This is an optimization exercise on Yosys and OpenROAD, whose aim is small area, a short achievable clock period and few clock cycles per item, not a production implementation. Only simulation tests tie the RTL to the original design; equivalence was not proved.

## flow/run.sh

```bash
#!/bin/bash
# synth_recipe.tcl (not shown) runs the flow's synth.tcl, then flattens the netlist and writes it again
# the make line also repeats each setting of config.mk as NAME=value (left out here)
make -C /OpenROAD-flow-scripts/flow DESIGN_CONFIG=/design/flow/config.mk WORK_HOME=/design/flow/orfs CLKGATE_MAP_FILE= SYNTH_SCRIPT=/design/flow/synth_recipe.tcl finish
```

## flow/config.mk

```make
export PLATFORM = sky130hd
export DESIGN_NAME = sha256_core
export DESIGN_NICKNAME = sha256_core
export VERILOG_FILES = /design/flow/design.v
export SDC_FILE = /design/flow/constraint.sdc
export NUM_CORES = 4
export LEC_CHECK = 0
export CAP_MARGIN = 20
export CORE_MARGIN = 2
export CORE_UTILIZATION = 40
export PLACE_DENSITY = 0.6
export SLEW_MARGIN = 20
```

## flow/constraint.sdc

```tcl
create_clock -name core_clock -period 15.0 [get_ports {clk}]
set_input_delay 3.0000 -clock core_clock [delete_from_list [all_inputs] [get_ports {clk}]]
set_output_delay 3.0000 -clock core_clock [all_outputs]
set_load 0.01 [all_outputs]
```

## flow/design.v

```verilog
module sha256_core (
    input  wire         clk,
    input  wire         rst,         
    input  wire         start,
    input  wire         init,
    input  wire [511:0] block,       
    output wire         ready,
    output reg          done,
    output wire [255:0] digest       
);
    localparam [255:0] IV = {32'h6a09e667, 32'hbb67ae85, 32'h3c6ef372, 32'ha54ff53a,
                             32'h510e527f, 32'h9b05688c, 32'h1f83d9ab, 32'h5be0cd19};
    reg [31:0] h_reg [0:7];
    reg [31:0] a, b, c, d, e, f, g, h;
    reg [31:0] w [0:15];             
    reg [5:0]  t;
    reg        busy;
    reg        fin;                  
    assign ready  = !busy;
    assign digest = {h_reg[0], h_reg[1], h_reg[2], h_reg[3],
                     h_reg[4], h_reg[5], h_reg[6], h_reg[7]};
    wire [5:0] k_idx = t;
    reg [31:0] k_t;
    always @(*) begin
        case (k_idx)
            6'd0:  k_t = 32'h428a2f98; 6'd1:  k_t = 32'h71374491; 6'd2:  k_t = 32'hb5c0fbcf; 6'd3:  k_t = 32'he9b5dba5;
            6'd4:  k_t = 32'h3956c25b; 6'd5:  k_t = 32'h59f111f1; 6'd6:  k_t = 32'h923f82a4; 6'd7:  k_t = 32'hab1c5ed5;
            6'd8:  k_t = 32'hd807aa98; 6'd9:  k_t = 32'h12835b01; 6'd10: k_t = 32'h243185be; 6'd11: k_t = 32'h550c7dc3;
            6'd12: k_t = 32'h72be5d74; 6'd13: k_t = 32'h80deb1fe; 6'd14: k_t = 32'h9bdc06a7; 6'd15: k_t = 32'hc19bf174;
            6'd16: k_t = 32'he49b69c1; 6'd17: k_t = 32'hefbe4786; 6'd18: k_t = 32'h0fc19dc6; 6'd19: k_t = 32'h240ca1cc;
            6'd20: k_t = 32'h2de92c6f; 6'd21: k_t = 32'h4a7484aa; 6'd22: k_t = 32'h5cb0a9dc; 6'd23: k_t = 32'h76f988da;
            6'd24: k_t = 32'h983e5152; 6'd25: k_t = 32'ha831c66d; 6'd26: k_t = 32'hb00327c8; 6'd27: k_t = 32'hbf597fc7;
            6'd28: k_t = 32'hc6e00bf3; 6'd29: k_t = 32'hd5a79147; 6'd30: k_t = 32'h06ca6351; 6'd31: k_t = 32'h14292967;
            6'd32: k_t = 32'h27b70a85; 6'd33: k_t = 32'h2e1b2138; 6'd34: k_t = 32'h4d2c6dfc; 6'd35: k_t = 32'h53380d13;
            6'd36: k_t = 32'h650a7354; 6'd37: k_t = 32'h766a0abb; 6'd38: k_t = 32'h81c2c92e; 6'd39: k_t = 32'h92722c85;
            6'd40: k_t = 32'ha2bfe8a1; 6'd41: k_t = 32'ha81a664b; 6'd42: k_t = 32'hc24b8b70; 6'd43: k_t = 32'hc76c51a3;
            6'd44: k_t = 32'hd192e819; 6'd45: k_t = 32'hd6990624; 6'd46: k_t = 32'hf40e3585; 6'd47: k_t = 32'h106aa070;
            6'd48: k_t = 32'h19a4c116; 6'd49: k_t = 32'h1e376c08; 6'd50: k_t = 32'h2748774c; 6'd51: k_t = 32'h34b0bcb5;
            6'd52: k_t = 32'h391c0cb3; 6'd53: k_t = 32'h4ed8aa4a; 6'd54: k_t = 32'h5b9cca4f; 6'd55: k_t = 32'h682e6ff3;
            6'd56: k_t = 32'h748f82ee; 6'd57: k_t = 32'h78a5636f; 6'd58: k_t = 32'h84c87814; 6'd59: k_t = 32'h8cc70208;
            6'd60: k_t = 32'h90befffa; 6'd61: k_t = 32'ha4506ceb; 6'd62: k_t = 32'hbef9a3f7; default: k_t = 32'hc67178f2;
        endcase
    end
    wire [31:0] s1   = {e[5:0], e[31:6]} ^ {e[10:0], e[31:11]} ^ {e[24:0], e[31:25]};
    wire [31:0] ch   = (e & f) ^ (~e & g);
    wire [31:0] s0   = {a[1:0], a[31:2]} ^ {a[12:0], a[31:13]} ^ {a[21:0], a[31:22]};
    wire [31:0] maj  = (a & b) ^ (a & c) ^ (b & c);
    wire [31:0] t1   = h + s1 + ch + k_t + w[0];
    wire [31:0] t2   = s0 + maj;
    wire [31:0] ws0  = {w[1][6:0], w[1][31:7]} ^ {w[1][17:0], w[1][31:18]} ^ (w[1] >> 3);
    wire [31:0] ws1  = {w[14][16:0], w[14][31:17]} ^ {w[14][18:0], w[14][31:19]} ^ (w[14] >> 10);
    wire [31:0] wnew = ws1 + w[9] + ws0 + w[0];
    integer i;
    always @(posedge clk) begin
        if (rst) begin
            busy <= 1'b0;
            fin  <= 1'b0;
            done <= 1'b0;
            t    <= 6'd0;
            for (i = 0; i < 8; i = i + 1)
                h_reg[i] <= IV[255 - 32*i -: 32];
        end else begin
            done <= 1'b0;
            if (!busy) begin
                if (start) begin
                    busy <= 1'b1;
                    t    <= 6'd0;
                    if (init)
                        for (i = 0; i < 8; i = i + 1)
                            h_reg[i] <= IV[255 - 32*i -: 32];
                    a <= init ? IV[255:224] : h_reg[0];
                    b <= init ? IV[223:192] : h_reg[1];
                    c <= init ? IV[191:160] : h_reg[2];
                    d <= init ? IV[159:128] : h_reg[3];
                    e <= init ? IV[127:96]  : h_reg[4];
                    f <= init ? IV[95:64]   : h_reg[5];
                    g <= init ? IV[63:32]   : h_reg[6];
                    h <= init ? IV[31:0]    : h_reg[7];
                    for (i = 0; i < 16; i = i + 1)
                        w[i] <= block[511 - 32*i -: 32];
                end
            end else if (fin) begin
                h_reg[0] <= h_reg[0] + a;
                h_reg[1] <= h_reg[1] + b;
                h_reg[2] <= h_reg[2] + c;
                h_reg[3] <= h_reg[3] + d;
                h_reg[4] <= h_reg[4] + e;
                h_reg[5] <= h_reg[5] + f;
                h_reg[6] <= h_reg[6] + g;
                h_reg[7] <= h_reg[7] + h;
                fin  <= 1'b0;
                busy <= 1'b0;
                done <= 1'b1;
            end else begin
                h <= g;
                g <= f;
                f <= e;
                e <= d + t1;
                d <= c;
                c <= b;
                b <= a;
                a <= t1 + t2;
                for (i = 0; i < 15; i = i + 1)
                    w[i] <= w[i + 1];
                w[15] <= wnew;
                t <= t + 6'd1;
                if (t == 6'd63)
                    fin <= 1'b1;
            end
        end
    end
endmodule
```

==> key figures <==
Critical path
  – R2R setup slack: 6.40 ns
  – Crit-path most repeated cell: sky130_fd_sc_hd__a21oi_1
  – Kind of critical path: flip-flop to flip-flop
  – Family with the most delay on the worst path: compound AO/OA/AOI/OAI gates
  – Bufs and invs on worst path: 2
  – Reg2reg end: a[30]$_DFFE_PP_
  – Crit path launch type: flip-flop
  – Number of cells traversed by the worst register-to-register path: 31
  – Data required time at the worst endpoint: 15.54 ns
  – Delay of the slowest cell on the worst path: 0.55 ns
  – Data arrival time of the critical path: roughly 9.1 ns
  – CP Max Fanout: 7
  – Startpoint of the lowest-slack register-to-register path: e[26]$_DFFE_PP_
  – Crit-path slowest cell: sky130_fd_sc_hd__edfxtp_1
  – Kind of capture point of the worst setup path: flip-flop

Yosys
  – Top-count cell post-synth: sky130_fd_sc_hd__edfxtp_1
  – Sequential-to-total area share from yosys stat: around two fifths
  – Number of cells produced by synthesis: a little under 7000
  – Post-synth EDFFs: roughly 770
  – Count of synthesis-stage warnings from yosys: 3
  – Commonest register cell after synthesis: sky130_fd_sc_hd__edfxtp_1
  – Cell taking the most area after synthesis: sky130_fd_sc_hd__edfxtp_1
  – Share of the synthesized area in the top cell type: between 30% and 40%
  – Synth area leaders: sky130_fd_sc_hd__edfxtp_1 (33%), sky130_fd_sc_hd__mux2_2 (8.5%), sky130_fd_sc_hd__dfxtp_1 (8.5%), sky130_fd_sc_hd__ha_1 (6.9%), sky130_fd_sc_hd__fa_1 (5.6%)
  – Most used standard cells in the synthesized netlist: sky130_fd_sc_hd__edfxtp_1 (768), sky130_fd_sc_hd__nand2_1 (605), sky130_fd_sc_hd__mux2_2 (531)
  – Distinct cells, synth: 92
  – Mapped cell area: between 70000 and 80000 sq um
  – Count of state elements after synthesis: ~1100
  – Syn avg cell area: around 10 sq um
  – Fraction of registers with async set or reset after synthesis: 0%
  – Syn_nets: around 8000

CTS
  – Clock buffer count from CTS: 130
  – Sinks on Clock Net: between 1000 and 1500
  – Clock slew at the register clock pins of the worst setup and hold paths: around 0.060 ns
  – Number of setup buffers added after CTS: 0
  – Number of buffers on the longest clock path: 3
  – Post-cts sizing count: 0
  – Worst-Skew Late Latency: around 0.83 ns
  – Root cell of the clock tree: sky130_fd_sc_hd__clkbuf_16
  – Depth of the CTS H-tree: 4
  – Clock tree from TritonCTS: done
  – CTS hold repair buffers: 0

STA
  – Clock period minus worst slack: approximately 8.6 ns
  – RSZ-0062 raised after global routing: no
  – Pin slew with the least headroom to its limit: about 1.1 ns
  – Hold Slack: 0.510 ns
  – Slew headroom: between 20% and 30%
  – Worst clock skew on the final layout: around 0.041 ns
  – Final worst path period share: a little under three fifths
  – Total negative slack for setup checks: 0 ns
  – Highest clock frequency the design can meet: 0.116 GHz
  – Final hold vios: 0
  – Setup violation total in the final timing report: 0
  – Number of pins exceeding their max-slew limit in the final report: 0

Flow run
  – Max Cap Violations: 0

Die
  – Vertical die dimension: around 420 um
  – Die area: between 150000 and 200000 sq um
  – Number of placement rows: between 150 and 200
  – Placeable core region: ~170000 sq um
  – I/O pin count: 774
  – Effective utilization at floorplan: between 40% and 50%
  – Die width: roughly 420 um

GRT
  – Pin count of the biggest net entering global routing: approximately 190
  – Initial antenna violation count: 41
  – Vias in the first global route: roughly 56000
  – Aggregate global-route resource usage: between 30% and 40%
  – Total grt overflow: 0
  – Global-route wire length before repair: between 400000 and 500000 um

Final layout
  – Combined area of the multi-input logic cells: approximately 38000 sq um
  – Largest register FFs: about 510
  – Final design utilization: 48.5%
  – Sequential cell area in the final layout: 29000 sq um
  – Final Instance Area: between 80000 and 90000 sq um
  – Layout net count: ~8600
  – Fill count: between 15000 and 20000
  – Layout cells sized above 1: 11.2%
  – P&R area growth vs syn: 20.3%

Detailed routing
  – Ratio of routed vias to standard cells: between 5 and 6
  – Wire length reported by the detailed router: 296000 um
  – DR pass1 iterations: 9
  – Initial DRC count: 5967
  – Wire length per cell after detailed routing: around 30 um
  – Drt drc: 0
  – Vias: ~57000
  – Number of nets with antenna violations after detailed routing: 0

Placed design
  – Buffers added on ports: between 700 and 800
  – Placed wire-length estimate: approximately 230000 um
  – Area after detailed placement: 80100 sq um
  – Placer's final routability congestion estimate: 0.982

Worst hold path
  – Min-Delay Path Class: flip-flop to flip-flop
  – Hold Crit Depth: 2
  – Terminating pin of the worst hold path: h_reg[3][6]$_SDFFE_PP0P_
  – Startpoint of the worst hold path: h_reg[3][6]$_SDFFE_PP0P_

Outcome
  – Result of the run: timing/DRC/antenna clean
worst register-to-register path: cells and delay by family (launching register included):
family	cells	cell delay, ns
AO/OA/AOI/OAI	15	3.13
XOR/XNOR	3	0.73
adder cells (fa/ha/maj)	7	2.95
buffers and inverters	2	0.13
flip-flops	1	0.55
multiplexers	1	0.21
AND/OR/NAND/NOR	3	0.62
final cells by class:
| type | count | area share [%] |
|---|---|---|
| inverters | 382 | 1.70 |
| well taps | 2325 | 3.45 |
| diodes | 11 | 0.0326 |
| flip-flops and latches | 1065 | 34.4 |
| multi-input cells | 5105 | 45.5 |
| repair buffers | 837 | 9.81 |
| clock buffers | 170 | 4.19 |
| clock inverters | 68 | 0.931 |
worst max-delay path by stage:
stage                          from               to  slack, ns  cells after the start
global route        e[26]$_DFFE_PP_  a[30]$_DFFE_PP_       5.85                     31
detailed placement  e[26]$_DFFE_PP_  a[30]$_DFFE_PP_       6.51                     31
CTS                 e[26]$_DFFE_PP_  a[30]$_DFFE_PP_       6.45                     31
floorplan                       rst   a[0]$_DFFE_PP_      -1.53                      5
global placement    e[12]$_DFFE_PP_  a[30]$_DFFE_PP_       6.58                     31
finish              e[26]$_DFFE_PP_  a[30]$_DFFE_PP_       6.40                     31
metrics by stage:
stage / setup WS, ns / instances
finish: 6.40 / 9963
floorplan: -1.53 / 6920
global route: 5.85 / 9957
CTS: 6.45 / 9952
global placement: 6.58 / 9714
detailed placement: 6.51 / 9714
layout by cell type, fill, tap and decap left out, drive strengths merged, types with 56 or more instances in the layout:
master / n
xor2: 189
clkbuf: 170
nand2b: 143
mux2: 531
clkdlybuf4s50: 771
o22ai: 101
a21o: 184
o21ai: 515
a22oi: 56
xnor2: 373
dfxtp: 297
a31oi: 57
inv: 387
edfxtp: 768
buf: 66
nand2: 605
a21oi: 466
ha: 389
nand3: 93
nor3: 94
fa: 195
nor2: 473
routing by layer:
| metal | vias up | share of wire [%] | GRT usage, % |
|---|---|---|---|
| li1 | 26100 | - | - |
| met1 | 28100 | 40 | 41.0 |
| met2 | 2591 | 47 | 52.6 |
| met3 | 510 | 7.8 | 6.80 |
| met4 | 56 | 4.8 | 13.9 |
| met5 | - | 0.12 | 0 |
kinds of logic (layout without fill, tap and decap cells):
logic type,count (synthesis),in the layout,synth area share (%)
compound gates,1798,1798,16.0
simple gates,1593,1593,10.1
flops,1065,1065,41.3
buf+inv,750,1457,4.02
fa+ha+maj,607,607,12.8
xor+xnor,563,563,7.05
mux,544,544,8.71
other cells,0,11,0
Testbench counts, summed over its fixed seeds: cycles 19,016, blocks 288.

[what the ideal ports hide]
Ports are ideal in the flow. The routed layout listed here was re-timed in OpenROAD. Step 1 sets driving cells, clkbuf_16 on the clock port and buf_2 on the other inputs (assumed; they add their load-dependent delay and slew). Step 2, shift: input delay + t, output delay - t, t = (earliest + latest rising clock arrival at the registers) / 2. This alone moves slack from input paths to output paths. a / b / c = ideal ports / drivers / drivers and shift; a / b = the first two.
t, ns: 0.903
slack for setup (ns): 6.402 / 6.402 / 6.402
hold slack, ns: 0.510 / 0.510 / 0.510
worst setup path at the end: register to register
cell pins on the clock port's net: 1
After both steps setup and hold are still met in this run. The setup slack of this run moves by 0.000 ns with the drivers and by 0.000 ns with both steps.
